This design comes from an exercise in tuning for small area, a short achievable clock period and few clock cycles per item on the open sky130 flow, not from production work.
Only simulation tests tie the RTL to the original design; equivalence was not proved.

## flow/design.v (module list and top-level ports; edited modules follow where they fit)
// module le_lane: 365 lines
// module le_csa: 1515 lines
module le_lane (
    input  wire        clk,
    input  wire        rst,           
    input  wire        start,
    input  wire [15:0] code,
    input  wire [15:0] vref,
    input  wire [15:0] sff,
    input  wire [20:0] vlink_mv,
    input  wire        vlink_ok,
    input  wire        at_dmax,
    input  wire [15:0] vscal,
    input  wire [15:0] vlnom,
    input  wire [31:0] kp,
    input  wire [31:0] ki,
    input  wire [31:0] kd,
    input  wire [31:0] dpole,
    input  wire [31:0] ll1_b0,
    input  wire [31:0] ll1_b1,
    input  wire [31:0] ll1_a1,
    input  wire [31:0] ll2_b0,
    input  wire [31:0] ll2_b1,
    input  wire [31:0] ll2_a1,
    input  wire [31:0] nb0,
    input  wire [31:0] nb1,
    input  wire [31:0] nb2,
    input  wire [31:0] na1,
    input  wire [31:0] na2,
    input  wire        nen,
    input  wire [15:0] dmax,
    input  wire [15:0] dmin,
    input  wire [15:0] imax,
    input  wire [15:0] llmax,
    input  wire [15:0] nmax,
    input  wire [15:0] ffmax,
    input  wire [14:0] emax,
    input  wire [5:0]  sat_clr,
    output wire        ready,
    output reg         done,
    output reg  [15:0] duty,
    output reg  [16:0] vout,
    output wire [15:0] err,
    output wire [31:0] integ_out,
    output reg  [15:0] ratio,
    output reg  [5:0]  sat,
    output reg         frz_hi,
    output reg         frz_lo
);
  // ...
==> flow/run.sh <==
#!/bin/bash
# synth_recipe.tcl (not shown) runs the flow's synth.tcl, then flattens the netlist and writes it again
# the make line also repeats each setting of config.mk as NAME=value (left out here)
make -C /OpenROAD-flow-scripts/flow DESIGN_CONFIG=/design/flow/config.mk WORK_HOME=/design/flow/orfs CLKGATE_MAP_FILE= SYNTH_SCRIPT=/design/flow/synth_recipe.tcl finish
==> flow/config.mk <==
export PLATFORM = sky130hd
export DESIGN_NAME = le_lane
export DESIGN_NICKNAME = le_lane
export VERILOG_FILES = /design/flow/design.v
export SDC_FILE = /design/flow/constraint.sdc
export NUM_CORES = 4
export LEC_CHECK = 0
export CAP_MARGIN = 20
export CORE_MARGIN = 2
export CORE_UTILIZATION = 45
export SLEW_MARGIN = 20
==> flow/constraint.sdc <==
create_clock -name core_clock -period 25.0 [get_ports {clk}]
set_input_delay 5.0000 -clock core_clock [delete_from_list [all_inputs] [get_ports {clk}]]
set_output_delay 5.0000 -clock core_clock [all_outputs]
set_load 0.01 [all_outputs]
==> results.json, run 1 <==
{
  "drt-total-wl_um": 452000,
  "cts_max_level": 3,
  "critPathMostFrequentCell": "nor2_1",
  "place_inst": 12554,
  "fp.dieH_um": 435,
  "worstSetupStartpointType": "flop",
  "die_width_um": 435,
  "outcome": "no timing/DRC/antenna violations",
  "timing.slew.headroom_pct": 10.4,
  "largest_register_ffs": 73,
  "hold_class": "reg -> reg",
  "dpl_worst_slack_ns": 16.45,
  "design.portCount": 811,
  "critPathLaunch": "acc[15]",
  "routed.top_layer": "met5",
  "grt_max_degree": 156,
  "timing.fmax_ghz": 0.115,
  "final.setup.tns_ns": 0,
  "syn_inst": 9813,
  "cp_slowest_stage_delay_ns": 0.99,
  "fin_ws_ns": 16.27,
  "overflow": 0,
  "route.met3.wl_um": 57800,
  "synth.distinct_cells": 97,
  "synth-main-ff-cell": "dfxtp_1"
}
Testbench counts, summed over its fixed seeds: cycles 58,250, items 3,200.
==> run 2: changes to the inputs <==
==> flow/flow/run.sh (new file) <==
#!/bin/bash
# The standard layout (standard.sh, the standard flow's own ORFS run with the standard synthesis), with one
# change: the buffers that buffer_ports puts on every input and output port are plain
# sky130_fd_sc_hd__buf_2 cells instead of the delay buffers it picks by default.
# make's full output goes to standard.log here; ORFS keeps each step's log under orfs/logs.
set -euo pipefail
export BUFFER_PORTS_ARGS="-buffer_cell sky130_fd_sc_hd__buf_2"
bash standard.sh > standard.log 2>&1
==> flow/standard.sh (new file) <==
#!/bin/bash
# synth_recipe.tcl (not shown) runs the flow's synth.tcl, then flattens the netlist and writes it again
# the make line also repeats each setting of config.mk as NAME=value (left out here)
make -C /OpenROAD-flow-scripts/flow DESIGN_CONFIG=/design/flow/config.mk WORK_HOME=/design/flow/orfs CLKGATE_MAP_FILE= SYNTH_SCRIPT=/design/flow/synth_recipe.tcl "${@:-finish}"
--- a/flow/config.mk
+++ b/flow/config.mk
@@ -9,3 +9,3 @@
 export CORE_MARGIN = 2
-export CORE_UTILIZATION = 45
+export CORE_UTILIZATION = 50
 export SLEW_MARGIN = 20
removed: flow/run.sh
==> run 2 against run 1 <==
Die area decreased by 9.9%. Sequential share of layout area grew 0.92 points. Setup slack worse by 0.94 ns. Final area is 4.7% lower. Via count is 0.48% higher. Largest cell class unchanged.
==> results.json, run 2 <==
{
  "outcome": "no timing/DRC/antenna violations",
  "cts_resized": 0,
  "reg.largest.list": "acc (73), dst (43)",
  "final_cell_mix": "inv_1 (958), nand2_1 (851), buf_2 (810), fa_1 (620), a21oi_1 (583)",
  "grt_antenna_before_repair": 118,
  "grt_max_degree": 78,
  "timing.slew.headroom_pct": 15.5,
  "vias": 85358,
  "ff2ff_setup_slack_ns": 15.33,
  "clk_path_buf_depth": 3,
  "r2r_cells": 23,
  "cts_made_buffers": 92,
  "drtIter0Drc": 15445,
  "crit_end": "mb_rn[14]",
  "critPathLaunch": "acc[28]",
  "area_delta_synth_final_pct": 11.0,
  "regMostFlops": "acc",
  "cts_max_level": 3,
  "rows": 150,
  "yosys.cell_count.top_type": "inv_1",
  "worst_pin_slew_ns": 1.27,
  "grt_pass1_wl_um": 607000,
  "critPathCaptureType": "flop",
  "final.setup.tns_ns": 0,
  "synth_seq_cells": 788,
  "clk_latency_ns": 0.77,
  "coreArea_sq_um": 167000,
  "yosysWarnings": 1,
  "synth.area.top_cells": "fa_1 (15%), dfxtp_1 (13%), edfxtp_1 (9.3%)",
  "synth_area_sq_um": 83600,
  "timing.rr.end": "mb_rn[14]",
  "drc": 0,
  "synth-main-ff-cell": "dfxtp_1",
  "clock_skew_ns": 0.0420,
  "reg2reg_from": "acc[28]",
  "viasPerCell": 6.84,
  "drt-total-wl_um": 438000,
  "die_width_um": 413,
  "synth_common_cells": "inv_1 (961), nand2_1 (852), clkbuf_1 (703)",
  "worstPathMaxFanout": 20,
  "worstSetupStartpointType": "flop",
  "hold_class": "reg -> reg",
  "hold_viol": 0,
  "initial_core_util_pct": 50.2,
  "nNetsFinal": 12022,
  "final_common_cell": "inv_1",
  "use_met3_pct": 17.7,
  "synth.distinct_cells": 97,
  "timing.fmax_ghz": 0.103,
  "cp.arrival_ns": 10.18,
  "cts.sinks": 788,
  "period_share_pct": 38.7,
  "io_buffers": 810,
  "slew_violations": 0,
  "design.portCount": 811,
  "required_ns": 25.51,
  "synth_edf_count": 258,
  "postCtsSetupBuffers": 0,
  "busiest_layer": "met2",
  "grt_pass1_vias": 79976,
  "synth_top_area_cell": "fa_1",
  "drive_above_1_share_pct": 13.6,
  "met1_usage_pct": 65.8,
  "met2_usage_pct": 68.9,
  "layout_min_cycle_time_ns": 9.67,
  "syn_inst": 9813,
  "avgSynthCellArea_sq_um": 8.52,
  "overflow": 0,
  "cts_tree": "done",
  "hold_buffers": 0,
  "hpwl_um": 345000,
  "ys_seq_area_share_pct": 21.9,
  "maxCapViolations": 0,
  "root_buffer": "clkbuf_16",
  "track_usage_pct": 50.0,
  "firstDrtPassIters": 10,
  "largest_register_ffs": 73,
  "yosysTopAreaCellShare_pct": 14.8,
  "synth_async_sr_flop_share_pct": 0,
  "fp.dieH_um": 413,
  "wl_per_cell_um": 35.1,
  "fp.dieArea_sq_um": 171000,
  "postRouteAntennaNets": 0,
  "clk_pin_slew_ns": 0.06,
  "crit_type": "reg -> reg",
  "gp_congestion": 1.16,
  "rsz0062_at_grt": "false",
  "finalSetupViolCount": 0,
  "syn_nets": 11679
}
## run 2: changes by cell type in the layout (fill, tap and decap cells not counted), sizes merged
| cell | delta |
|---|---|
| clkdlybuf4s50 | -809 |
| buf | +796 |
| diode | -13 |
| inv | +12 |
| clkinvlp | -7 |
| clkbuf | -6 |
| clkinv | -6 |
| bufinv | +1 |
## run 2: metal layers
layer	wire [um]	part of all wire, %	vias up
met1	165000	38	41312
met2	174000	40	7132
met3	63000	14	1563
met4	36100	8.2	50
li1	-	-	35301
met5	346	0.079	-
## run 2: worst max-delay path: stages (launching register included)
cell	delay [ns]
dfxtp_1	0.31
buf_4	0.27
clkinv_1	0.82
a41oi_1	0.55
ha_1	0.32
nand4_1	0.35
nor4_2	0.74
a31oi_1	0.23
o21ai_0	0.43
a31o_2	0.23
a21oi_1	0.07
xor2_1	0.15
a221oi_1	0.75
ha_1	0.25
nand3_1	0.10
nand4b_1	0.54
nor4_1	0.45
a31oi_1	0.39
o221a_2	0.27
nor3_1	0.24
or2_1	0.15
buf_4	0.34
mux2i_1	1.00
a211oi_1	0.45
## run 2: area by class of cell
cell class                 instances  area [sq um]
fill                           15164         73800
multi-input combinational       7273         59000
sequential                       788         18400
timing repair buffer            1036          5810
inverter                         965          3620
tap                             2204          2760
clock buffer                     114          2480
clock inverter                    59           746
antenna                           46           115
## run 2: logic make-up (layout without fill, tap and decap cells)
family	Yosys count	in the layout	synth area share, %
fa+ha+maj	1162	1162	22.9
buf+inv	1752	2174	7.93
mux	150	150	1.85
xor+xnor	981	981	10.3
flops	788	788	21.9
simple gates	2221	2221	12.5
other cells	0	46	0
compound gates	2759	2759	22.6
## run 2: worst min-delay path by stage
stage	endpoint	slack, ns	cells after the start	startpoint
after floorplan	vout[15]	0.40	0	vo[15]
after global placement	vout[16]	0.41	0	vo[16]
after detailed placement	vout[16]	0.41	0	vo[16]
after CTS	vout[16]	0.43	0	vo[16]
after global routing	vout[16]	0.43	0	vo[16]
final	vout[16]	0.43	0	vo[16]
## run 2: metrics by stage
| stage | util, % | hold slack, ns | setup WS (ns) | std cells | cell area (sq um) |
|---|---|---|---|---|---|
| floorplan | - | 0.400 | 15.57 | 9813 | 83600 |
| global placement | 53.6 | 0.405 | 15.43 | 12260 | 89400 |
| detailed placement | 53.7 | 0.415 | 16.25 | 12262 | 89500 |
| CTS | 55.6 | 0.429 | 16.18 | 12435 | 92700 |
| global route | 55.7 | 0.428 | 15.36 | 12457 | 92800 |
| finish | 55.7 | 0.430 | 15.33 | 12485 | 92900 |
==> module le_lane, before the edit <==
module le_lane (
    input  wire        clk,
    input  wire        rst,           
    input  wire        start,
    input  wire [15:0] code,
    input  wire [15:0] vref,
    input  wire [15:0] sff,
    input  wire [20:0] vlink_mv,
    input  wire        vlink_ok,
    input  wire        at_dmax,
    input  wire [15:0] vscal,
    input  wire [15:0] vlnom,
    input  wire [31:0] kp,
    input  wire [31:0] ki,
    input  wire [31:0] kd,
    input  wire [31:0] dpole,
    input  wire [31:0] ll1_b0,
    input  wire [31:0] ll1_b1,
    input  wire [31:0] ll1_a1,
    input  wire [31:0] ll2_b0,
    input  wire [31:0] ll2_b1,
    input  wire [31:0] ll2_a1,
    input  wire [31:0] nb0,
    input  wire [31:0] nb1,
    input  wire [31:0] nb2,
    input  wire [31:0] na1,
    input  wire [31:0] na2,
    input  wire        nen,
    input  wire [15:0] dmax,
    input  wire [15:0] dmin,
    input  wire [15:0] imax,
    input  wire [15:0] llmax,
    input  wire [15:0] nmax,
    input  wire [15:0] ffmax,
    input  wire [14:0] emax,
    input  wire [5:0]  sat_clr,
    output wire        ready,
    output reg         done,
    output reg  [15:0] duty,
    output reg  [16:0] vout,
    output wire [15:0] err,
    output wire [31:0] integ_out,
    output reg  [15:0] ratio,
    output reg  [5:0]  sat,
    output reg         frz_hi,
    output reg         frz_lo
);
    localparam W = 73;               
    function [15:0] enc1;
        input [31:0] a;
        integer k;
        reg lo;
        begin
            for (k = 0; k < 16; k = k + 1) begin
                lo = (k == 0) ? 1'b0 : a[2*k-1];
                enc1[k] = a[2*k] ^ lo;
            end
        end
    endfunction
    function [15:0] enc2;
        input [31:0] a;
        integer k;
        reg lo;
        begin
            for (k = 0; k < 16; k = k + 1) begin
                lo = (k == 0) ? 1'b0 : a[2*k-1];
                enc2[k] = (a[2*k+1] & ~a[2*k] & ~lo) | (~a[2*k+1] & a[2*k] & lo);
            end
        end
    endfunction
    function [15:0] encn;
        input [31:0] a;
        input        sub;
        integer k;
        reg lo;
        begin
            for (k = 0; k < 16; k = k + 1) begin
                lo = (k == 0) ? 1'b0 : a[2*k-1];
                encn[k] = (a[2*k+1] ^ sub) & ~((a[2*k+1] & a[2*k] & lo) | (~a[2*k+1] & ~a[2*k] & ~lo));
            end
        end
    endfunction
    reg  [4:0]         st;           
    reg                ready_r;      
    assign ready = ready_r;
    reg  signed [29:0] integ;        
    reg  signed [42:0] dst;          
    reg  signed [39:0] l1x;
    reg  signed [29:0] l1y;          
    reg  signed [29:0] l2y, nx1, nx2, ny1, ny2;
    reg  signed [15:0] eprev;        
    reg  signed [29:0] integ_o;
    reg  signed [15:0] ev;           
    reg         [16:0] vo;           
    reg         [15:0] sff_r;
    reg                atd_r;
    reg                frz_r;        
    reg                nen_r;
    reg         [15:0] lim_r;        
    reg                d_r28, d_stk;  
    reg  signed [39:0] u;
    reg         [W-1:0] acc;
    reg         [4:0]  fl;           
    reg         [15:0] bo1, bo2, bon;  
    reg                ki_z, ki_s;   
    reg         [39:0] mb_r;
    reg         [39:0] mb_rn;        
    reg         [20:0] vl_r;
    reg                rdef;         
    reg                ovf;          
    reg         [22:0] rem;
    reg         [15:0] qs;           
    assign err       = eprev;
    assign integ_out = {{2{integ_o[29]}}, integ_o};
    reg  a_int, a_d, a_acc;          
    reg  a_rv, a_rw;                 
    wire [W-1:0] add_a = ({W{a_int}} & {{(W-30){integ[29]}}, integ})
                       | ({W{a_d}}   & {{(W-43){dst[42]}}, dst})
                       | ({W{a_acc}} & acc)
                       | {{(W-15){1'b0}}, a_rv, 14'd0}
                       | {{(W-14){1'b0}}, a_rw & ~mb_r[39], {13{a_rw & mb_r[39]}}};
    localparam M = 41;               
    wire [M-1:0] ppr [0:15];
    genvar gi;
    generate
        for (gi = 0; gi < 16; gi = gi + 1) begin : g_pp
            wire [39:0]  mbx = (gi < 8) ? mb_r : ~mb_rn;
            wire [M-1:0] mag = ({M{bo1[gi]}} & {mbx[39], mbx}) | ({M{bo2[gi]}} & {mbx, 1'b0});
            wire [M-1:0] pp  = mag ^ {M{bon[gi]}};
            assign ppr[gi] = {~pp[M-1], pp[M-2:0]};
        end
    endgenerate
    wire [W-1:0] csa_a, csa_b;
    le_csa u_csa (
        .pp0(ppr[0]),   .pp1(ppr[1]),   .pp2(ppr[2]),   .pp3(ppr[3]),
        .pp4(ppr[4]),   .pp5(ppr[5]),   .pp6(ppr[6]),   .pp7(ppr[7]),
        .pp8(ppr[8]),   .pp9(ppr[9]),   .pp10(ppr[10]), .pp11(ppr[11]),
        .pp12(ppr[12]), .pp13(ppr[13]), .pp14(ppr[14]), .pp15(ppr[15]),
        .negb(bon), .adda(add_a), .sa(csa_a), .sb(csa_b)
    );
    wire [W-1:0] s = csa_a + csa_b;
    wire        [16:0] vo_n   = acc[31:15];                  
    wire signed [17:0] e_dif  = {2'b00, ev} - {1'b0, acc[31:15]};
    wire signed [17:0] emax_s = {3'b000, vo[14:0]};
    wire               e_hi   = e_dif > emax_s;
    wire               e_lo   = e_dif < -emax_s;
    wire signed [15:0] e_n    = e_hi ? emax_s[15:0] : e_lo ? -emax_s[15:0] : e_dif[15:0];
    wire signed [16:0] de     = {ev[15], ev} - {eprev[15], eprev};
    wire               c29    = acc[28] & (~acc[W-1] | (|acc[27:0]));
    wire signed [W-30:0] t29  = acc[W-1:29] + {{(W-30){1'b0}}, c29};
    wire               cd     = d_r28 & (~acc[48] | d_stk);
    wire signed [48:0] td     = acc[48:0] + {48'd0, cd};
    wire               d_ok   = (&td[48:39]) | ~(|td[48:39]);
    wire signed [39:0] d_n    = d_ok ? td[39:0] : {td[48], {39{~td[48]}}};
    wire signed [29:0] il     = {1'b0, u[15:0], 13'd0};      
    wire        [29:0] i_df   = {1'b0, il[28:0]} - {1'b0, acc[28:0]};
    wire        [29:0] i_sm   = {1'b0, il[28:0]} + {1'b0, acc[28:0]};
    wire               i_hi   = ~acc[48] & ((|acc[47:29]) | i_df[29]);
    wire               i_lo   = acc[48] & (~(&acc[47:29]) | ~i_sm[29]);
    wire signed [29:0] i_n    = i_hi ? il : i_lo ? -il : acc[29:0];
    wire               kz     = ki_z | (ev == 16'sd0);
    wire               kpos   = ~kz & (ki_s == ev[15]);
    wire               kneg   = ~kz & (ki_s != ev[15]);
    wire signed [48:0] u_sum  = $signed(acc[48:0]) + {{9{dst[39]}}, dst[39:0]};
    wire               u_ok   = (&u_sum[48:39]) | ~(|u_sum[48:39]);
    wire signed [39:0] u_n    = u_ok ? u_sum[39:0] : {u_sum[48], {39{~u_sum[48]}}};
    wire        [15:0] ylim16 = lim_r;
    wire signed [29:0] yl     = {1'b0, ylim16, 13'd0};
    wire signed [W-1:0] ykk   = {{(W-58){1'b0}}, yl[28:0], 1'b1, 28'd0};
    wire               y_hi   = $signed(acc) >= ykk;
    wire               y_lo   = $signed(acc) <= -ykk;
    wire signed [29:0] y_n    = y_hi ? yl : y_lo ? -yl : t29[29:0];
    wire signed [30:0] sffx   = {{2{sff_r[15]}}, sff_r, 13'd0};
    wire signed [30:0] f_t    = acc[59:29] + sffx + {30'd0, c29};
    wire signed [30:0] f_p    = {1'b0, yl} + sffx;
    wire signed [30:0] f_m    = sffx - {1'b0, yl};
    wire signed [30:0] f_sum  = y_hi ? f_p : y_lo ? f_m : f_t;
    wire signed [30:0] fl_l   = {2'b00, rem[15:0], 13'd0};    
    wire               f_hi   = f_sum > fl_l;
    wire               f_lo   = f_sum < -fl_l;
    wire signed [29:0] f_n    = f_hi ? fl_l[29:0] : f_lo ? -fl_l[29:0] : f_sum[29:0];
    wire signed [31:0] w      = acc[45:14];                  
    wire        [15:0] dmax_r = u[31:16];
    wire        [15:0] dmin_r = u[15:0];
    wire               w_hi   = w > $signed({3'd0, dmax_r, 13'd0});
    wire               w_lo   = w < $signed({3'd0, dmin_r, 13'd0});
    wire        [15:0] w_d    = w[28:13] + {15'd0, w[12]};
    wire        q_lo  = (qs < 16'd8192);
    wire        q_hi  = ovf | (qs > 16'd32768);
    wire [15:0] r_val = rdef ? 16'd16384 : q_hi ? 16'd32768 : q_lo ? 16'd8192 : qs;
    wire        r_fl  = ~rdef & (q_hi | q_lo);
    wire [21:0] dvs   = {vl_r, 1'b0};
    wire [22:0] r1    = {rem[21:0], qs[15]};
    wire [23:0] d1    = {1'b0, r1} - {2'b00, dvs};
    wire        g1    = ~d1[23];
    wire [22:0] r1n   = g1 ? d1[22:0] : r1;
    wire [22:0] r2    = {r1n[21:0], qs[14]};
    wire [23:0] d2    = {1'b0, r2} - {2'b00, dvs};
    wire        g2    = ~d2[23];
    wire [22:0] r2n   = g2 ? d2[22:0] : r2;
    wire [22:0] n_hi  = {rem[17:0], 5'd0} + {rem[18:0], 4'd0} + {rem[21:0], 1'b0}
                      + {18'd0, vl_r[20:16]};
    reg  [31:0] ma_n;
    reg  [39:0] mb_n;
    always @(*) begin
        ma_n = 32'd0;
        mb_n = 40'd0;
        case (st)
            5'd0:  begin ma_n = {16'd0, vscal}; mb_n = {24'd0, code}; end
            5'd1:  begin ma_n = dpole;  mb_n = dst[39:0]; end
            5'd2:  begin ma_n = ki;     mb_n = {{24{e_n[15]}}, e_n}; end
            5'd3:  begin ma_n = kd;     mb_n = {{23{de[16]}}, de}; end
            5'd4:  begin ma_n = kp;     mb_n = {{24{ev[15]}}, ev}; end
            5'd5:  begin ma_n = ll1_b1; mb_n = l1x; end
            5'd6:  begin ma_n = ll1_a1; mb_n = {{10{l1y[29]}}, l1y}; end
            5'd7:  begin ma_n = ll1_b0; mb_n = u; end
            5'd8:  begin ma_n = ll2_b1; mb_n = {{10{l1y[29]}}, l1y}; end
            5'd9:  begin ma_n = ll2_a1; mb_n = {{10{l2y[29]}}, l2y}; end
            5'd10: begin ma_n = ll2_b0; mb_n = u; end
            5'd11: begin ma_n = nb1;    mb_n = {{10{nx1[29]}}, nx1}; end
            5'd12: begin
                       if (nen_r) begin ma_n = nb2; mb_n = {{10{nx2[29]}}, nx2}; end
                       else     begin ma_n = {16'd0, r_val}; mb_n = {{10{f_n[29]}}, f_n}; end
                   end
            5'd13: begin ma_n = na1;    mb_n = {{10{ny1[29]}}, ny1}; end
            5'd14: begin ma_n = na2;    mb_n = {{10{ny2[29]}}, ny2}; end
            5'd15: begin ma_n = nb0;    mb_n = u; end
            5'd17: begin ma_n = {16'd0, r_val}; mb_n = {{10{f_n[29]}}, f_n}; end
            default: ;
        endcase
    end
    wire last = (st == 5'd19) | (st == 5'd14 && !nen_r);
    always @(posedge clk) begin
        bo1   <= enc1(ma_n);
        bo2   <= enc2(ma_n);
        bon   <= encn(ma_n, (st == 5'd6) | (st == 5'd9) | (st == 5'd13) | (st == 5'd14));
        if (st == 5'd2) begin
            ki_z <= (ki == 32'd0);
            ki_s <= ki[31];
        end
        a_rv  <= (st == 5'd0);
        a_rw  <= (st == 5'd17) | (st == 5'd12 && !nen_r);
        a_int <= (st == 5'd2) | (st == 5'd4);
        a_d   <= (st == 5'd3);
        a_acc <= (st == 5'd6) | (st == 5'd7) | (st == 5'd9) | (st == 5'd10)
               | (st == 5'd12 && nen_r) | (st == 5'd13) | (st == 5'd14) | (st == 5'd15);
        mb_r <= mb_n;
        mb_rn <= ~mb_n;
        acc <= s;
        if (st == 5'd3) begin
            d_r28 <= acc[28];
            d_stk <= |acc[27:0];
        end
        if (rst)
            ready_r <= 1'b1;
        else if (st == 5'd0 && start)
            ready_r <= 1'b0;
        else if (last)
            ready_r <= 1'b1;
        if (rst) begin
            st     <= 5'd0;
            done   <= 1'b0;
            integ  <= 30'sd0;
            dst    <= 43'sd0;
            l1x    <= 40'sd0;
            l1y    <= 30'sd0;
            l2y    <= 30'sd0;
            nx1    <= 30'sd0;
            nx2    <= 30'sd0;
            ny1    <= 30'sd0;
            ny2    <= 30'sd0;
            eprev  <= 16'sd0;
            sat    <= 6'd0;
            frz_hi <= 1'b0;
            frz_lo <= 1'b0;
        end else begin
            done <= 1'b0;
            sat  <= sat & ~sat_clr;
            if (st != 5'd0)
                st <= st + 5'd1;
            case (st)
                5'd0: if (start) begin
                    st    <= 5'd1;
                    ev    <= vref;
                    vo    <= {2'd0, emax};
                    u     <= {24'd0, imax};
                    sff_r <= sff;
                    atd_r <= at_dmax;
                    nen_r <= nen;
                    lim_r <= llmax;
                    vl_r  <= vlink_mv;
                    rdef  <= ~vlink_ok | (vlink_mv == 21'd0);
                    rem   <= {7'd0, vlnom};
                    qs    <= vlink_mv[15:0];
                end
                5'd1: rem <= n_hi;
                5'd10: rem[15:0] <= ffmax;
                5'd13: lim_r <= nmax;
                5'd2: begin
                    vo  <= vo_n;
                    ev  <= e_n;
                    fl  <= {4'd0, e_hi | e_lo};
                    ovf <= rem >= {1'b0, dvs};
                end
                5'd3: begin
                    dst   <= acc[71:29];
                    frz_r <= (frz_hi & kpos) | (frz_lo & kneg);
                end
                5'd4: if (!frz_r) begin
                    integ <= i_n;
                    if (i_hi | i_lo) fl[1] <= 1'b1;
                end
                5'd5: begin
                    dst   <= {{3{d_n[39]}}, d_n};
                    if (!d_ok) fl[1] <= 1'b1;
                end
                5'd6: begin
                    u <= u_n;
                    if (!u_ok) fl[1] <= 1'b1;
                end
                5'd9: begin
                    l1x <= u;
                    l1y <= y_n;
                    u   <= {{10{y_n[29]}}, y_n};
                    if (y_hi | y_lo) fl[2] <= 1'b1;
                end
                5'd12: begin
                    l2y <= y_n;
                    if (nen_r)
                        u <= {{10{y_n[29]}}, y_n};
                    else
                        u <= {8'd0, dmax, dmin};
                    if (y_hi | y_lo) fl[2] <= 1'b1;
                    if (!nen_r && (f_hi | f_lo)) fl[4] <= 1'b1;
                end
                5'd17: begin
                    nx2 <= nx1;
                    nx1 <= u[29:0];
                    ny2 <= ny1;
                    ny1 <= y_n;
                    u   <= {8'd0, dmax, dmin};
                    if (y_hi | y_lo) fl[3] <= 1'b1;
                    if (f_hi | f_lo) fl[4] <= 1'b1;
                end
                default: ;
            endcase
            if (st >= 5'd2 && st <= 5'd9) begin
                rem <= r2n;
                qs  <= {qs[13:0], g1, g2};
            end
            if (last) begin
                st      <= 5'd0;
                done    <= 1'b1;
                duty    <= w_hi ? dmax_r : w_lo ? dmin_r : w_d;
                vout    <= vo;
                integ_o <= integ;
                ratio   <= r_val;
                eprev   <= ev;
                frz_hi  <= w_hi | atd_r;
                frz_lo  <= w_lo;
                sat     <= (sat & ~sat_clr) | {w_hi | w_lo, fl[4] | r_fl, fl[3:0]};
            end
        end
    end
endmodule
==> run 3: changes to the inputs <==
--- a/flow/design.v
+++ b/flow/design.v
@@ -100,2 +100,3 @@
     reg                d_r28, d_stk;  
+    reg                stk;          
     reg  signed [39:0] u;
@@ -141,2 +142,5 @@
     wire [W-1:0] s = csa_a + csa_b;
+    wire [27:0] zp = csa_a[27:0] ^ csa_b[27:0];
+    wire [27:0] zo = {csa_a[26:0] | csa_b[26:0], 1'b0};
+    wire        s_z28 = ~(|(zp ^ zo));
     wire        [16:0] vo_n   = acc[31:15];                  
@@ -148,3 +152,3 @@
     wire signed [16:0] de     = {ev[15], ev} - {eprev[15], eprev};
-    wire               c29    = acc[28] & (~acc[W-1] | (|acc[27:0]));
+    wire               c29    = acc[28] & (~acc[W-1] | stk);
     wire signed [W-30:0] t29  = acc[W-1:29] + {{(W-30){1'b0}}, c29};
@@ -249,5 +253,6 @@
         acc <= s;
+        stk <= ~s_z28;
         if (st == 5'd3) begin
             d_r28 <= acc[28];
-            d_stk <= |acc[27:0];
+            d_stk <= stk;
         end
==> run 3 against run 2 <==
Still clean. Global-route usage shrank 0.46 points. First-iteration DRC count grew 1.2%. Non-clock buffer count grew 6. Sequential share of layout area increased by 0.066 points. Critical path depth is 3 higher. Final cell count up 0.40%. Routed wire length decreased by 0.31%. Register-to-register slack better by 1.2 ns.
==> results.json, run 3 <==
{
  "outcome": "no timing/DRC/antenna violations",
  "syn_nets": 11750,
  "vias": 85678,
  "cp.buffers_inverters": 4,
  "coreArea_sq_um": 167000,
  "final.setup.tns_ns": 0,
  "maxCapViolations": 0,
  "finalSetupViolCount": 0,
  "die_width_um": 413,
  "nNetsFinal": 12094,
  "required_ns": 25.60,
  "cp_slowest_stage_delay_ns": 1.15,
  "cts_tree": "done",
  "timing.slew.headroom_pct": 14.7,
  "final_common_cell": "inv_1",
  "timing.fmax_ghz": 0.119,
  "cp.arrival_ns": 9.03,
  "yosysWarnings": 1,
  "hold_end": "l1x[0]",
  "clk_pin_slew_ns": 0.06,
  "yosys.area_share.xor_xnor_pct": 10.6,
  "drt-total-wl_um": 437000,
  "drive_above_1_share_pct": 13.3,
  "whs_path_depth": 2,
  "rsz0062_at_grt": "false",
  "synth_top_area_cell": "fa_1",
  "gp_congestion": 1.10,
  "initial_core_util_pct": 50.2,
  "synth-compound-area-share_pct": 22.8,
  "ys_seq_area_share_pct": 22.0,
  "rows": 150,
  "slew_violations": 0,
  "regMostFlops": "acc",
  "reg2reg_from": "mb_r[22]",
  "hold_buffers": 0,
  "area_delta_synth_final_pct": 10.9,
  "synthAdderAreaFrac_pct": 23.4,
  "grt_pass1_wl_um": 603000,
  "yosys.cell_count.top_type": "inv_1",
  "fp.dieArea_sq_um": 171000,
  "hpwl_um": 337000,
  "synth_edf_count": 258,
  "clk_path_buf_depth": 3,
  "cts_made_buffers": 88,
  "critPathCaptureType": "flop",
  "timing.rr.end": "acc[72]",
  "path_delay_family": "compound AO/OA/AOI/OAI gates",
  "synth.distinct_cells": 97,
  "design.portCount": 811,
  "synth_top_family_by_area": "adder cells",
  "synth-main-ff-cell": "dfxtp_1",
  "hold_class": "reg -> reg",
  "largest_register_ffs": 73,
  "root_buffer": "clkbuf_16",
  "reg.largest.list": "acc (73), dst (43)",
  "fp.dieH_um": 413,
  "worstSetupStartpointType": "flop",
  "cts.sinks": 789,
  "grt_max_degree": 162,
  "viasPerCell": 6.84,
  "layout_min_cycle_time_ns": 8.43,
  "io_buffers": 810,
  "synth_area_sq_um": 83600,
  "overflow": 0,
  "nFillCells": 15312,
  "crit_type": "reg -> reg",
  "synth_seq_cells": 789,
  "worstPathMaxFanout": 16,
  "yosysTopAreaCellShare_pct": 14.8,
  "synthSimpleGateAreaFrac_pct": 12.0,
  "hold_slack_ns": 0.453,
  "clk_latency_ns": 0.78,
  "synth.area.top_cells": "fa_1 (15%), dfxtp_1 (13%), edfxtp_1 (9.3%)",
  "final_cell_mix": "inv_1 (993), nand2_1 (910), buf_2 (811), fa_1 (620), a21oi_1 (614)",
  "drc": 0,
  "cts_resized": 0,
  "clock_skew_ns": 0.0635,
  "wl_per_cell_um": 34.8,
  "avgSynthCellArea_sq_um": 8.48,
  "hold_viol": 0,
  "track_usage_pct": 49.6,
  "grt_antenna_before_repair": 82,
  "critPathMostFrequentCell": "fa_1",
  "postCtsSetupBuffers": 0,
  "muxShareOfSynthArea_pct": 1.21,
  "cts_max_level": 3,
  "min-delay-start": "l1x[0]",
  "drtIter0Drc": 15631,
  "syn_inst": 9857,
  "ff2ff_setup_slack_ns": 16.57,
  "synth_async_sr_flop_share_pct": 0,
  "cp_slowest_cell": "dfxtp_1",
  "period_share_pct": 33.7,
  "worst_pin_slew_ns": 1.27,
  "grt_pass1_vias": 80063,
  "postRouteAntennaNets": 0,
  "firstDrtPassIters": 10,
  "synth_common_cells": "inv_1 (995), nand2_1 (912), clkbuf_1 (683)",
  "r2r_cells": 26
}
[run 3: metrics by stage]
step / setup slack (ns) / instances / cell area, sq um / utilization [%]
floorplan: 15.80 / 9857 / 83600 / -
global placement: 16.45 / 12310 / 89400 / 53.6
detailed placement: 16.72 / 12311 / 89400 / 53.7
CTS: 16.71 / 12476 / 92500 / 55.5
global route: 16.27 / 12497 / 92600 / 55.6
finish: 16.57 / 12535 / 92700 / 55.6
[run 3: how the worst max path moves through the flow]
stage	start	endpoint	slack [ns]	cells past startpoint
2_1_floorplan	rst	duty[0]	15.80	3
3_3_place_gp	ll2_b0[1]	bon[1]	16.45	8
3_5_place_dp	ll2_b1[5]	bon[3]	16.72	8
4_1_cts	mb_r[19]	acc[72]	16.71	26
5_1_grt	bo1[9]	acc[72]	16.27	28
6_report	mb_r[22]	acc[72]	16.57	26
[run 3: routing by layer]
layer | global-route usage (%) | up-vias | wire [um] | share of wire, %
met2 | 69.0 | 7116 | 175000 | 40
li1 | - | 35332 | - | -
met5 | 0.198 | - | 238 | 0.054
met4 | 28.1 | 36 | 31000 | 7.1
met3 | 17.3 | 1476 | 64700 | 15
met1 | 66.3 | 41718 | 166000 | 38
[run 3: tightest hold or removal path: stages (launching register included)]
cell	delay, ns
dfxtp_1	0.31
nand2_1	0.05
a21oi_1	0.05
[run 3: logic make-up after synthesis]
group                      Yosys count
and+or+nand+nor                   2185
DFF                                789
muxes                               96
adders and majority gates         1189
AOI/OAI and AO/OA                 2800
buffers and inverters             1789
xor gates and xnor gates          1009
[run 3: layout make-up]
type / count / area, sq um / share of cell area (%)
sequential: 789 / 18400 / 19.9
timing repair buffer: 1042 / 5810 / 6.27
clock buffer: 122 / 2550 / 2.75
clock inverter: 43 / 537 / 0.579
inverter: 1001 / 3760 / 4.06
multi-input combinational: 7279 / 58700 / 63.4
antenna: 55 / 138 / 0.148
tap: 2204 / 2760 / 2.97
Testbench counts of run 3, summed over its fixed seeds: cycles 58,250, items 3,200.
==> run 4: changes to the inputs <==
--- a/flow/config.mk
+++ b/flow/config.mk
@@ -10,2 +10,2 @@
 export CORE_UTILIZATION = 50
-export SLEW_MARGIN = 20
+export SLEW_MARGIN = 60
==> run 4 against run 3 <==
Final cell count is 0.71% higher. Die area is the same. Sequential cell count did not move. Largest cell class unchanged.
==> results.json, run 4 <==
{
  "clk_latency_ns": 0.76,
  "fp.dieArea_sq_um": 171000,
  "hold_buffers": 0,
  "seq_area_sq_um": 18500,
  "cp.buffers_inverters": 8,
  "cts_max_level": 3,
  "die_width_um": 413,
  "synth.distinct_cells": 97,
  "synth_area_sq_um": 83600,
  "drive_above_1_share_pct": 15.3,
  "finalSetupViolCount": 0,
  "grt_pass1_vias": 80367,
  "largest_register_ffs": 73,
  "worstPathMaxFanout": 32,
  "cp.arrival_ns": 9.03,
  "postRouteAntennaNets": 0,
  "reg.largest.list": "acc (73), dst (43)",
  "crit_type": "reg -> reg",
  "yosys.cell_count.top_type": "inv_1",
  "yosysTopAreaCellShare_pct": 14.8,
  "timing.slew.headroom_pct": 51.2,
  "ys_seq_area_share_pct": 22.0,
  "crit_cells": 29,
  "firstDrtPassIters": 13,
  "maxCapViolations": 0,
  "worstSetupStartpointType": "flop",
  "initial_core_util_pct": 50.2,
  "final_common_cell": "inv_1",
  "gp_congestion": 1.10,
  "io_buffers": 810,
  "grt_max_degree": 92,
  "grt_pass1_wl_um": 606000,
  "r2r_cells": 29,
  "grt_antenna_before_repair": 76,
  "area_delta_synth_final_pct": 13.1,
  "yosysWarnings": 1,
  "cts_resized": 0,
  "hpwl_um": 340000,
  "wl_per_cell_um": 34.7,
  "synth_common_cells": "inv_1 (995), nand2_1 (912), clkbuf_1 (683)",
  "drt-total-wl_um": 438000,
  "critPathCaptureType": "flop",
  "slew_violations": 0,
  "drtIter0Drc": 15261,
  "whs_path_depth": 2,
  "hold_class": "reg -> reg",
  "synth.area.top_cells": "fa_1 (15%), dfxtp_1 (13%), edfxtp_1 (9.3%)",
  "cts_tree": "done",
  "outcome": "no timing/DRC/antenna violations",
  "fp.dieH_um": 413,
  "required_ns": 25.59,
  "rsz0062_at_grt": "false",
  "synth_seq_cells": 789,
  "layout_min_cycle_time_ns": 8.44,
  "viasPerCell": 6.84,
  "synth_edf_count": 258,
  "timing.fmax_ghz": 0.119,
  "cts_made_buffers": 89,
  "worst_pin_slew_ns": 0.725,
  "design.portCount": 811,
  "coreArea_sq_um": 167000,
  "synth_async_sr_flop_share_pct": 0,
  "cp_slowest_cell": "dfxtp_1",
  "clk_path_buf_depth": 3,
  "clk_pin_slew_ns": 0.06,
  "cp_slowest_stage_delay_ns": 0.66,
  "rows": 150,
  "period_share_pct": 33.7,
  "hold_viol": 0,
  "drc": 0,
  "final_cell_mix": "inv_1 (992), nand2_1 (908), buf_2 (838), fa_1 (620), a21oi_1 (606)",
  "multi_input_area_sq_um": 59300,
  "regMostFlops": "acc",
  "overflow": 0,
  "root_buffer": "clkbuf_16",
  "track_usage_pct": 49.8,
  "final.setup.tns_ns": 0,
  "syn_inst": 9857,
  "synth-main-ff-cell": "dfxtp_1",
  "hold_slack_ns": 0.455,
  "cts.sinks": 789,
  "path_delay_family": "adder cells",
  "nNetsFinal": 12197,
  "postCtsSetupBuffers": 0,
  "critPathMostFrequentCell": "inv_1",
  "clock_skew_ns": 0.0550,
  "vias": 86373,
  "synth_top_area_cell": "fa_1",
  "avgSynthCellArea_sq_um": 8.48,
  "syn_nets": 11750,
  "nFillCells": 15282
}
## run 4: cell types whose count changed in the layout (fill, tap and decap cells not counted), sizes merged
cell           change
clkinv             +2
clkdlybuf4s15      +3
diode             -15
dlymetal6s2s       +4
clkinvlp           +1
inv                -3
clkbuf             +6
buf               +91
## run 4: tightest hold or removal path, stage by stage (launching register included)
cell	delay (ns)
dfxtp_1	0.31
nand2_1	0.05
a21oi_1	0.05
## run 4: area by class of cell
type / count / area share (%)
antenna: 40 / 0.106
clock buffer: 124 / 2.69
tap: 2204 / 2.92
clock inverter: 43 / 0.557
sequential: 789 / 19.6
inverter: 1001 / 3.98
timing repair buffer: 1144 / 7.48
multi-input combinational: 7279 / 62.7
## run 4: per-stage QoR
| stage | instances | util (%) | cell area, sq um | setup slack (ns) |
|---|---|---|---|---|
| global placement | 12310 | 53.6 | 89400 | 16.45 |
| finish | 12624 | 56.8 | 94600 | 16.56 |
| CTS | 12563 | 56.4 | 94000 | 16.75 |
| floorplan | 9857 | - | 83600 | 15.80 |
| global route | 12601 | 56.7 | 94500 | 16.40 |
| detailed placement | 12396 | 54.6 | 90900 | 16.84 |
## run 4: cells by family (layout without fill, tap and decap cells)
| family | Yosys count | count (layout) | synth area share (%) |
|---|---|---|---|
| compound gates | 2800 | 2800 | 22.8 |
| xor+xnor | 1009 | 1009 | 10.6 |
| fa+ha+maj | 1189 | 1189 | 23.4 |
| buf+inv | 1789 | 2312 | 8.11 |
| flops | 789 | 789 | 22.0 |
| mux | 96 | 96 | 1.21 |
| other cells | 0 | 40 | 0 |
| simple gates | 2185 | 2185 | 12.0 |
## run 4: per-layer routing
metal	share of wire, %	track usage, %
met1	38	67.3
met2	40	70.0
met3	14	16.2
met4	7.0	27.1
met5	0.050	0.0283
## run 4: worst paths after layout
check | start | to | slack (ns)
max | bo1[9] | acc[72] | 16.56
min | l1x[6] | l1x[6] | 0.45
max reg2reg | bo1[9] | acc[72] | 16.56
min reg2reg | l1x[6] | l1x[6] | 0.45
==> run 5: changes to the inputs <==
--- a/flow/config.mk
+++ b/flow/config.mk
@@ -9,3 +9,3 @@
 export CORE_MARGIN = 2
-export CORE_UTILIZATION = 50
-export SLEW_MARGIN = 60
+export CORE_UTILIZATION = 53
+export SLEW_MARGIN = 20
==> run 5 against run 4 <==
Synthesized area is the same. Sequential cell count did not move. Hold slack worse by 0.027 ns. Non-clock buffer count down 130. Largest cell class unchanged. Highest routed layer unchanged.
==> results.json, run 5 <==
{
  "final.setup.tns_ns": 0,
  "clock_skew_ns": 0.0600,
  "nNetsFinal": 12064,
  "rows": 145,
  "firstDrtPassIters": 14,
  "avgSynthCellArea_sq_um": 8.48,
  "min-delay-start": "vo[15]",
  "cts_tree": "done",
  "synth_common_cells": "inv_1 (995), nand2_1 (912), clkbuf_1 (683)",
  "hpwl_um": 330000,
  "timing.fmax_ghz": 0.115,
  "route.met3.wl_um": 71200,
  "synth_seq_cells": 789,
  "regMostFlops": "acc",
  "ys_seq_area_share_pct": 22.0,
  "drt-total-wl_um": 428000,
  "maxCapViolations": 0,
  "synth_area_sq_um": 83600,
  "grt_antenna_before_repair": 70,
  "largest_register_ffs": 73,
  "critPathMostFrequentCell": "fa_1",
  "hold_end": "vout[15]",
  "timing.slew.headroom_pct": 8.24,
  "cts_max_level": 3,
  "clk_pin_slew_ns": 0.07,
  "root_buffer": "clkbuf_16",
  "synth_edf_count": 258,
  "hold_viol": 0,
  "layout_min_cycle_time_ns": 8.73,
  "worstSetupStartpointType": "flop",
  "whs_path_depth": 0,
  "grt_max_degree": 77,
  "die_width_um": 401,
  "reg.largest.list": "acc (73), dst (43)",
  "wl_met2_um": 168000,
  "hold_class": "reg -> reg",
  "required_ns": 25.59,
  "grt_pass1_vias": 79943,
  "yosys.cell_count.top_type": "inv_1",
  "slew_violations": 0,
  "cp.arrival_ns": 9.32,
  "design.portCount": 811,
  "path_delay_family": "adder cells",
  "drc": 0,
  "cts_resized": 0,
  "postRouteAntennaNets": 0,
  "cp_slowest_cell": "dfxtp_1",
  "worst_pin_slew_ns": 1.38,
  "hold_buffers": 0,
  "synth-main-ff-cell": "dfxtp_1",
  "yosysWarnings": 1,
  "final_core_util_pct": 58.9,
  "synth_top_area_cell": "fa_1",
  "cts.sinks": 789,
  "syn_nets": 11750,
  "track_usage_pct": 51.2,
  "outcome": "no timing/DRC/antenna violations",
  "nFillCells": 14074,
  "worstPathMaxFanout": 41,
  "final_cell_mix": "inv_1 (995), nand2_1 (910), buf_2 (812), fa_1 (620), a21oi_1 (615)",
  "grt_pass1_wl_um": 593000,
  "yosysTopAreaCellShare_pct": 14.8,
  "fp.dieH_um": 401,
  "rsz0062_at_grt": "false",
  "clk_latency_ns": 0.75,
  "wl_per_cell_um": 34.7,
  "drtIter0Drc": 15846,
  "vias": 85760,
  "final_common_cell": "inv_1",
  "reg2reg_from": "bo1[1]",
  "overflow": 0,
  "cts_made_buffers": 86,
  "ff2ff_setup_slack_ns": 16.27,
  "drive_above_1_share_pct": 13.1,
  "drt-met1-wl_um": 156000,
  "viasPerCell": 6.95,
  "io_buffers": 810,
  "finalSetupViolCount": 0,
  "synth.distinct_cells": 97,
  "synth.area.top_cells": "fa_1 (15%), dfxtp_1 (13%), edfxtp_1 (9.3%)",
  "crit_type": "reg -> reg",
  "gp_congestion": 1.15,
  "coreArea_sq_um": 156000,
  "timing.rr.end": "acc[71]",
  "area_delta_synth_final_pct": 10.2,
  "period_share_pct": 34.9,
  "postCtsSetupBuffers": 0,
  "routed.top_layer": "met5",
  "cp.buffers_inverters": 5,
  "clk_path_buf_depth": 3,
  "cp_slowest_stage_delay_ns": 0.67,
  "r2r_cells": 26,
  "synth_async_sr_flop_share_pct": 0,
  "critPathLaunch": "bo1[1]",
  "fp.dieArea_sq_um": 161000,
  "initial_core_util_pct": 53.5,
  "critPathCaptureType": "flop",
  "syn_inst": 9857
}
-- run 5: cell counts after synthesis --
Identical to the previous run, type by type.
-- run 5: final cells by class --
| class | instances | area (sq um) | share of cell area, % |
|---|---|---|---|
| tap | 2058 | 2570 | 2.79 |
| timing repair buffer | 1014 | 5590 | 6.07 |
| inverter | 1001 | 3760 | 4.08 |
| sequential | 789 | 18400 | 20.0 |
| antenna | 33 | 82.6 | 0.0896 |
| multi-input combinational | 7279 | 58700 | 63.7 |
| clock buffer | 116 | 2500 | 2.72 |
| clock inverter | 44 | 480 | 0.521 |
-- run 5: worst register-to-register path, stage by stage, from the launching register on --
cell and delay [ns]:
dfxtp_1 0.67, buf_4 0.65, a22oi_1 0.25, xnor2_1 0.20
ha_1 0.35, fa_1 0.51, inv_1 0.07, fa_1 0.42
fa_1 0.49, fa_1 0.55, inv_1 0.05, fa_1 0.47
ha_1 0.46, nand3_1 0.15, nor2_1 0.16, nand4_1 0.17
inv_1 0.11, nand4_1 0.27, a21oi_1 0.53, o311ai_1 0.24
buf_4 0.21, o21ai_0 0.39, o31a_1 0.28, nand3_1 0.16
a41oi_1 0.42, a31oi_1 0.20, xnor2_1 0.17
-- run 5: worst max path at each step --
stage / endpoint / slack, ns / cells after the start
2_1_floorplan: duty[0] / 15.80 / 3
3_3_place_gp: acc[72] / 16.88 / 28
3_5_place_dp: acc[72] / 16.77 / 29
4_1_cts: acc[72] / 16.69 / 29
5_1_grt: acc[71] / 16.10 / 26
6_report: acc[71] / 16.27 / 26
-- run 5: per-stage QoR --
step | setup slack (ns) | hold slack (ns) | instance area [sq um] | cells
after global routing | 16.10 | 0.438 | 92100 | 12316
after detailed placement | 16.77 | 0.410 | 89000 | 12134
after global placement | 16.88 | 0.404 | 89000 | 12133
after CTS | 16.69 | 0.425 | 92000 | 12294
after floorplan | 15.80 | 0.400 | 83600 | 9857
final | 16.27 | 0.428 | 92100 | 12334
-- run 5: cell families after synthesis --
family                   synth area share, %
AO/OA/AOI/OAI                           22.8
XOR/XNOR                                10.6
adder cells (fa/ha/maj)                 23.4
buffers and inverters                   8.11
flip-flops                              22.0
multiplexers                            1.21
AND/OR/NAND/NOR                         12.0
-- run 5: metal layers --
layer / GRT usage, % / vias up
met4: 29.6 / 40
li1: - / 35243
met3: 22.3 / 1504
met5: 1.04 / -
met1: 66.5 / 41389
met2: 70.0 / 7584

[re-timing with driven ports]
Ports are ideal in the flow. The routed layouts listed here were re-timed in OpenROAD. Step 1 sets driving cells, clkbuf_16 on the clock port and buf_2 on the other inputs (assumed; they add their load-dependent delay and slew). Step 2 adds t to the input delays and takes it off the output delays; t is the mean of the earliest and latest rising clock arrival at the registers after step 1. Input paths then give back, and output paths get back, about the clock's delay inside the block. a / b / c = no drivers / after step 1 / after step 2; a / b = the first two.
| run | t (ns) | setup WS [ns] | hold slack, ns | worst setup path after step 2 |
|---|---|---|---|---|
| run 1 | 0.836 | 16.267 / 16.267 / 16.267 | 0.435 / 0.435 / 0.435 | register to register |
| run 2 | 0.834 | 15.331 / 15.331 / 15.331 | 0.430 / 0.430 / 0.430 | register to register |
| run 3 | 0.832 | 16.568 / 16.568 / 16.568 | 0.453 / 0.453 / 0.453 | register to register |
| run 4 | 0.826 | 16.565 / 16.565 / 16.565 | 0.455 / 0.455 / 0.455 | register to register |
| run 5 | 0.814 | 16.270 / 16.270 / 16.270 | 0.428 / 0.428 / 0.428 | register to register |
After both steps setup and hold are still met in every run listed.
